What follows belongs to an exercise in optimizing a design on an open flow for small area, a short achievable clock period and few clock cycles per item; a production flow would make more cautious choices.
In this exercise RTL edits were held to simulation tests only and were not proved equivalent to the original.

<file path="config.mk">
export PLATFORM = sky130hd
export DESIGN_NAME = comp_core
export DESIGN_NICKNAME = comp_core
export VERILOG_FILES = /design/flow/design.v
export SDC_FILE = /design/flow/constraint.sdc
export NUM_CORES = 4
export LEC_CHECK = 0
export CAP_MARGIN = 20
export CORE_MARGIN = 2
export CORE_UTILIZATION = 40
export SLEW_MARGIN = 20
</file>
<file path="constraint.sdc">
create_clock -name core_clock -period 19.0 [get_ports {clk}]
set_input_delay 3.8000 -clock core_clock [delete_from_list [all_inputs] [get_ports {clk}]]
set_output_delay 3.8000 -clock core_clock [all_outputs]
set_load 0.01 [all_outputs]
</file>
<file path="design.v">
module comp_core (
    input  wire        clk,
    input  wire        rst,           
    input  wire        smp_valid,
    input  wire [9:0]  smp_code,
    input  wire        preset,
    input  wire [23:0] preset_duty,
    input  wire        start,
    output wire        ready,
    output reg         done,
    output reg  [23:0] duty,
    output reg  [18:0] cmp,
    input  wire [1:0]  wavg,
    input  wire [19:0] b0,
    input  wire [19:0] b1,
    input  wire [19:0] b2,
    input  wire [19:0] c1,
    input  wire [19:0] c2,
    input  wire [3:0]  gshift,
    input  wire [15:0] dmax,
    input  wire [25:0] d_ff,
    input  wire [11:0] top,
    input  wire [8:0]  trim
);
    localparam [2:0] S_IDLE = 3'd0, S_U = 3'd1, S_V1 = 3'd2, S_V2 = 3'd3, S_OUT = 3'd4;
    localparam signed [26:0] V_MAX = 27'sh3FFFFFF;
    localparam signed [26:0] V_MIN = -27'sh4000000;
    reg [2:0] state;
    reg [9:0] hist [0:7];
    reg        [23:0] u;
    reg signed [26:0] v1, v2;
    reg signed [10:0] e0, e1, e2;
    assign ready = (state == S_IDLE);
    wire [10:0] sum2 = hist[0] + hist[1];
    wire [11:0] sum4 = sum2 + hist[2] + hist[3];
    wire [12:0] sum8 = sum4 + hist[4] + hist[5] + hist[6] + hist[7];
    reg  [9:0]  wmean;
    always @(*) begin
        case (wavg)
            2'd0: wmean = hist[0];
            2'd1: wmean = (sum2 + 11'd1) >> 1;
            2'd2: wmean = (sum4 + 12'd2) >> 2;
            default: wmean = (sum8 + 13'd4) >> 3;
        endcase
    end
    wire signed [10:0] err_now = 11'sd512 - $signed({1'b0, wmean});
    wire signed [19:0] sb0 = b0, sb1 = b1, sb2 = b2, sc1 = c1, sc2 = c2;
    wire signed [30:0] acc = sb0 * e0 + sb1 * e1 + sb2 * e2;
    wire signed [45:0] acc_sh = $signed({{15{acc[30]}}, acc}) <<< gshift;
    wire signed [45:0] acc_rnd = acc_sh + 46'sd131072 - {45'd0, acc_sh[45]};
    wire signed [27:0] du = acc_rnd[45:18];
    wire signed [24:0] lim = {1'b0, dmax, 8'd0};
    wire signed [28:0] u_sum = $signed({5'd0, u}) + du;
    wire        [23:0] u_next = (u_sum < 0) ? 24'd0 :
                                (u_sum > lim) ? lim[23:0] : u_sum[23:0];
    function automatic signed [26:0] pole_step(input signed [26:0] v,
                                               input signed [27:0] x,
                                               input signed [19:0] c);
        reg signed [27:0] diff;
        reg signed [47:0] prod;
        reg signed [47:0] prnd;
        reg signed [30:0] sum;
        begin
            diff = x - v;
            prod = c * diff;
            prnd = prod + 48'sd131072 - {47'd0, prod[47]};
            sum  = v + $signed(prnd[47:18]);
            if (sum > V_MAX)
                pole_step = V_MAX;
            else if (sum < V_MIN)
                pole_step = V_MIN;
            else
                pole_step = sum[26:0];
        end
    endfunction
    wire signed [26:0] v1_next = pole_step(v1, $signed({4'd0, u}), sc1);
    wire signed [26:0] v2_next = pole_step(v2, {v1[26], v1}, sc2);
    wire signed [25:0] sdff = d_ff;
    wire signed [27:0] d_sum = v2 + sdff;
    wire        [23:0] d_now = (d_sum < 0) ? 24'd0 :
                               (d_sum > lim) ? lim[23:0] : d_sum[23:0];
    wire [11:0] top_eff = (top < 12'd100) ? 12'd100 :
                          (top > 12'd4000) ? 12'd4000 : top;
    wire [18:0] t80 = top_eff * 7'd80;
    wire [42:0] dprod = d_now * t80;
    wire [19:0] cmp_raw = (dprod + 43'd8388608) >> 24;
    wire signed [8:0]  strim = trim;
    wire signed [21:0] cmp_trim = (cmp_raw != 20'd0) ? $signed({2'b00, cmp_raw}) + strim
                                                     : 22'sd0;
    wire [18:0] cmp_now = (cmp_trim < 0) ? 19'd0 :
                          (cmp_trim > $signed({3'b000, t80})) ? t80 : cmp_trim[18:0];
    integer i;
    always @(posedge clk) begin
        if (rst) begin
            state <= S_IDLE;
            done  <= 1'b0;
            duty  <= 24'd0;
            cmp   <= 19'd0;
            u     <= 24'd0;
            v1    <= 27'sd0;
            v2    <= 27'sd0;
            e0    <= 11'sd0;
            e1    <= 11'sd0;
            e2    <= 11'sd0;
            for (i = 0; i < 8; i = i + 1)
                hist[i] <= 10'd512;
        end else begin
            done <= 1'b0;
            if (smp_valid) begin
                hist[0] <= smp_code;
                for (i = 1; i < 8; i = i + 1)
                    hist[i] <= hist[i-1];
            end
            case (state)
                S_IDLE: begin
                    if (start) begin
                        e0    <= err_now;
                        state <= S_U;
                    end else if (preset) begin
                        u  <= preset_duty;
                        v1 <= $signed({3'd0, preset_duty});
                        v2 <= $signed({3'd0, preset_duty});
                        e1 <= 11'sd0;
                        e2 <= 11'sd0;
                    end
                end
                S_U: begin
                    u     <= u_next;
                    e1    <= e0;
                    e2    <= e1;
                    state <= S_V1;
                end
                S_V1: begin
                    v1    <= v1_next;
                    state <= S_V2;
                end
                S_V2: begin
                    v2    <= v2_next;
                    state <= S_OUT;
                end
                S_OUT: begin
                    duty  <= d_now;
                    cmp   <= cmp_now;
                    done  <= 1'b1;
                    state <= S_IDLE;
                end
                default: state <= S_IDLE;
            endcase
        end
    end
endmodule
</file>
<file path="run.sh">
#!/bin/bash
# synth_recipe.tcl (not shown) runs the flow's synth.tcl, then flattens the netlist and writes it again
# the make line also repeats each setting of config.mk as NAME=value (left out here)
make -C /OpenROAD-flow-scripts/flow DESIGN_CONFIG=/design/flow/config.mk WORK_HOME=/design/flow/orfs CLKGATE_MAP_FILE= SYNTH_SCRIPT=/design/flow/synth_recipe.tcl finish
</file>
==> impl_metrics.py <==
metrics = {
    "run_status": {
        "status": "finished clean",
    },
    "global_route": {
        "antenna_found_initial": 42,
        "grt_pass1_wl_mm": 488.8,
        "first_global_vias": 84927,
        "grt_max_degree": 73,
        "grt-ovfl-total": 0,
        "track_usage_pct": 23.63,
    },
    "final_layout": {
        "area_delta_synth_final_pct": 8.917,
        "final_area_sq_um": 113000,
        "fin_nets": 15508,
        "layout-drive-gt1-share_pct": 5.281,
        "fin_cells": 15677,
        "fill_cells": 25737,
        "finish.utilization_pct": 43.88,
    },
    "placement": {
        "place_hpwl_mm": 259.4,
        "portBuffers": 252,
        "routabilityCongestion": 0.9830,
        "placed_cell_area_sq_um": 111600,
        "dp_slack_ns": -0.1772,
        "dp.cells": 15593,
    },
    "yosys": {
        "ys_async_sr_fraction_pct": 0,
        "synth_xor_xnor_area_share_pct": 3.919,
        "ys_top_cells_by_count": "2,433 x inv_1, 2,154 x fa_1, 1,547 x nand2_1",
        "synthDistinctLibCells": 105,
        "synth_top_family_by_area": "adder cells",
        "synth_top_area_share_pct": 41.58,
        "yosys_warnings": 2,
        "synthFlopType": "dfxtp_1",
        "synth_largest_area_cell": "fa_1",
        "synthMuxAreaShare_pct": 1.786,
        "synth-edff-count": 0,
        "synthCells": 12134,
        "yosys.cell_count.top_type": "inv_1",
        "syn_area_sq_um": 103700,
        "synthSimpleGateAreaFrac_pct": 16.37,
        "synth_compound_area_share_pct": 10.13,
        "ys_seq_area_share_pct": 4.594,
        "syn-num-nets": 15393,
        "syn_avg_cell_area_sq_um": 8.547,
        "synth_area_leaders": "fa_1 42%, ha_1 11%, inv_1 8.8%",
        "synthAdderAreaFrac_pct": 52.40,
        "ys_ff_latch": 238,
    },
    "detailed_routing": {
        "viasPerCell": 5.236,
        "drt_iter0_markers": 5541,
        "firstDrtPassIters": 6,
        "vias": 82084,
        "drcViolationCount": 0,
        "antenna_left": 0,
        "routed_wl_mm": 308.5,
        "wl_per_cell_um": 19.68,
    },
    "timing": {
        "skew_ns": 0.05208,
        "final.setup.tns_ns": 0,
        "holdWs_ns": 0.4445,
        "finalCriticalPeriod_ns": 18.33,
        "hold_viol_final": 0,
        "setup_ws_ns": 0.6743,
        "fmax_ghz": 0.05457,
        "maxSlewViolCount": 0,
        "setup_viol": 0,
        "slew_headroom_pct": 21.71,
        "fin_crit_sh_pct": 96.45,
        "worst_slew_pin_slew_ns": 1.171,
    },
    "clock_tree": {
        "clkTransAtPathRegs_ns": 0.06,
        "cts_root_buf": "clkbuf_16",
        "cts_buffer_depth": 3,
        "cts_sinks": 238,
        "clk_latency_ns": 0.67,
        "htreeDepth": 1,
        "cts_tree": "built",
        "numCtsBuffers": 30,
    },
    "setup_path": {
        "cp-start-kind": "input port",
        "crit_family": "adder cells",
        "critical_path_class": "in2reg",
        "cpPeakStageDelay_ns": 0.62,
        "r2r_slack_ns": 1.12,
        "arrival_ns": 18.89,
        "regToRegStartpoint": "v2[1]",
        "critical_path_required_ns": 19.57,
        "crit_path_max_fanout": 9,
        "cpMaxStageDelayCell": "and3_1",
        "r2r.worst_path.cells": 61,
        "r2r_end": "v2[4]",
        "end_kind": "register",
        "path_buf_inv": 10,
    },
    "die": {
        "die_w_um": 513.2,
        "io_pins": 253,
        "die_h_um": 513.2,
        "dieArea_sq_um": 263400,
        "initial_core_util_pct": 40.29,
        "num_rows": 186,
        "design.core.area_sq_um": 257400,
    },
    "worst_hold_path": {
        "whs_endpoint": "cmp[5]",
        "hold_start": "cmp[5]",
        "worstHoldPathCells": 2,
        "hold_path_class": "reg2reg",
    },
    "run": {
        "cap_viol_max_count": 0,
    },
}
[worst max-delay path by stage]
stage,to,cells past startpoint,from
floorplan,cmp[0],73,d_ff[0]
global placement,cmp[3],77,d_ff[0]
finish,cmp[15],74,d_ff[0]
CTS,cmp[3],78,d_ff[0]
global route,cmp[4],78,d_ff[0]
detailed placement,cmp[0],78,d_ff[0]
[tightest hold or removal path, stage by stage, from the launching register on]
cell and delay (ns):
dfxtp_1 0.31, nand2_1 0.05, o21ai_1 0.05
[cell usage in the layout, fill, tap and decap left out, types with 20 or more instances in the layout]
cell type | netlist | layout
clkbuf_16 | 0 | 31
or2_2 | 33 | 33
clkdlybuf4s50_1 | 0 | 233
ha_1 | 897 | 896
a21boi_0 | 20 | 20
o21ai_0 | 287 | 281
dfxtp_1 | 238 | 238
o31ai_1 | 23 | 22
nor3_1 | 122 | 119
a221oi_1 | 23 | 23
inv_1 | 2433 | 2433
a21oi_1 | 445 | 427
nand4_1 | 56 | 56
a21o_1 | 195 | 195
or3_1 | 42 | 42
nor2b_1 | 109 | 108
mux2_2 | 23 | 23
nand2b_1 | 200 | 198
o211ai_1 | 35 | 35
a31oi_1 | 42 | 41
a22oi_1 | 56 | 55
o21bai_1 | 76 | 76
o21a_1 | 79 | 79
diode_2 | 0 | 23
and2_1 | 569 | 569
xnor2_1 | 305 | 272
nand3_1 | 90 | 90
and3_1 | 58 | 58
xnor2_2 | 1 | 24
xor2_1 | 152 | 149
nand2_1 | 1547 | 1547
fa_1 | 2154 | 2153
nor2_1 | 705 | 700
o22ai_1 | 23 | 23
a211oi_1 | 84 | 83
mux2i_1 | 151 | 150
buf_4 | 0 | 362
[flip-flops by register name (all words and copies together), names as in the netlist]
signal  flops
cmp        19
done        1
duty       24
e0         11
e1         11
e2         11
hist       80
state       3
u          24
v1         27
v2         27
[kinds of logic after synthesis]
logic type	after synthesis
XOR/XNOR	460
flip-flops	238
multiplexers	178
AO/OA/AOI/OAI	1600
adder cells (fa/ha/maj)	3051
buffers and inverters	2979
AND/OR/NAND/NOR	3628
[what timing repair did]
| item | 4_1_cts | 5_1_grt |
|---|---|---|
| setup endpoints to repair | 0 | 72 |
| hold buffers | 0 | 0 |
| resized for setup | 0 | 63 |
| buffers inserted | 0 | 6 |
[per-layer routing]
layer  up-vias  GRT usage, %  part of all wire, %
met1     41351         32.03                   43
met2      2450         38.70                   46
met5         -             0                0.041
li1      37803             -                    -
met3       468         3.675                  6.9
met4        12         7.413                  3.7
[area by class of cell]
class	instances	area, sq um	area share (%)
diodes	23	57.56	0.05095
inverters	2441	9163	8.112
clock inverters	11	118.9	0.1052
clock buffers	42	835.8	0.7399
multi-input cells	8917	88450	78.30
repair buffers	621	5333	4.721
flip-flops and latches	238	4765	4.218
well taps	3384	4234	3.748
Testbench counts, summed over its fixed seeds: cycles 16,000, items 3,200.

-- afterwards: timing with drivers on the ports --
Ports are ideal in the flow. The routed layout listed here was re-timed in OpenROAD. Step 1: set_driving_cell puts a clkbuf_16 on clk and a buf_2 on each other input, an assumption about the parent block. Step 2 moves the port delays by t, midway between the first and last clock arrival at a register: inputs arrive t later, outputs are due t later. That takes back most of the time a late clock gives input paths. Slacks: no drivers / after step 1 / after step 2; pairs: no drivers / after step 1.
shift t [ns]: 0.730
slack for setup (ns): 0.674 / 0.725 / -0.005
worst hold slack (ns): 0.444 / 0.444 / 0.444
worst setup path at the end: input to register
With both steps, setup timing fails in this run, where it was met with ideal ports. The setup slack of this run moves by +0.051 ns with the drivers and by -0.679 ns with both steps.
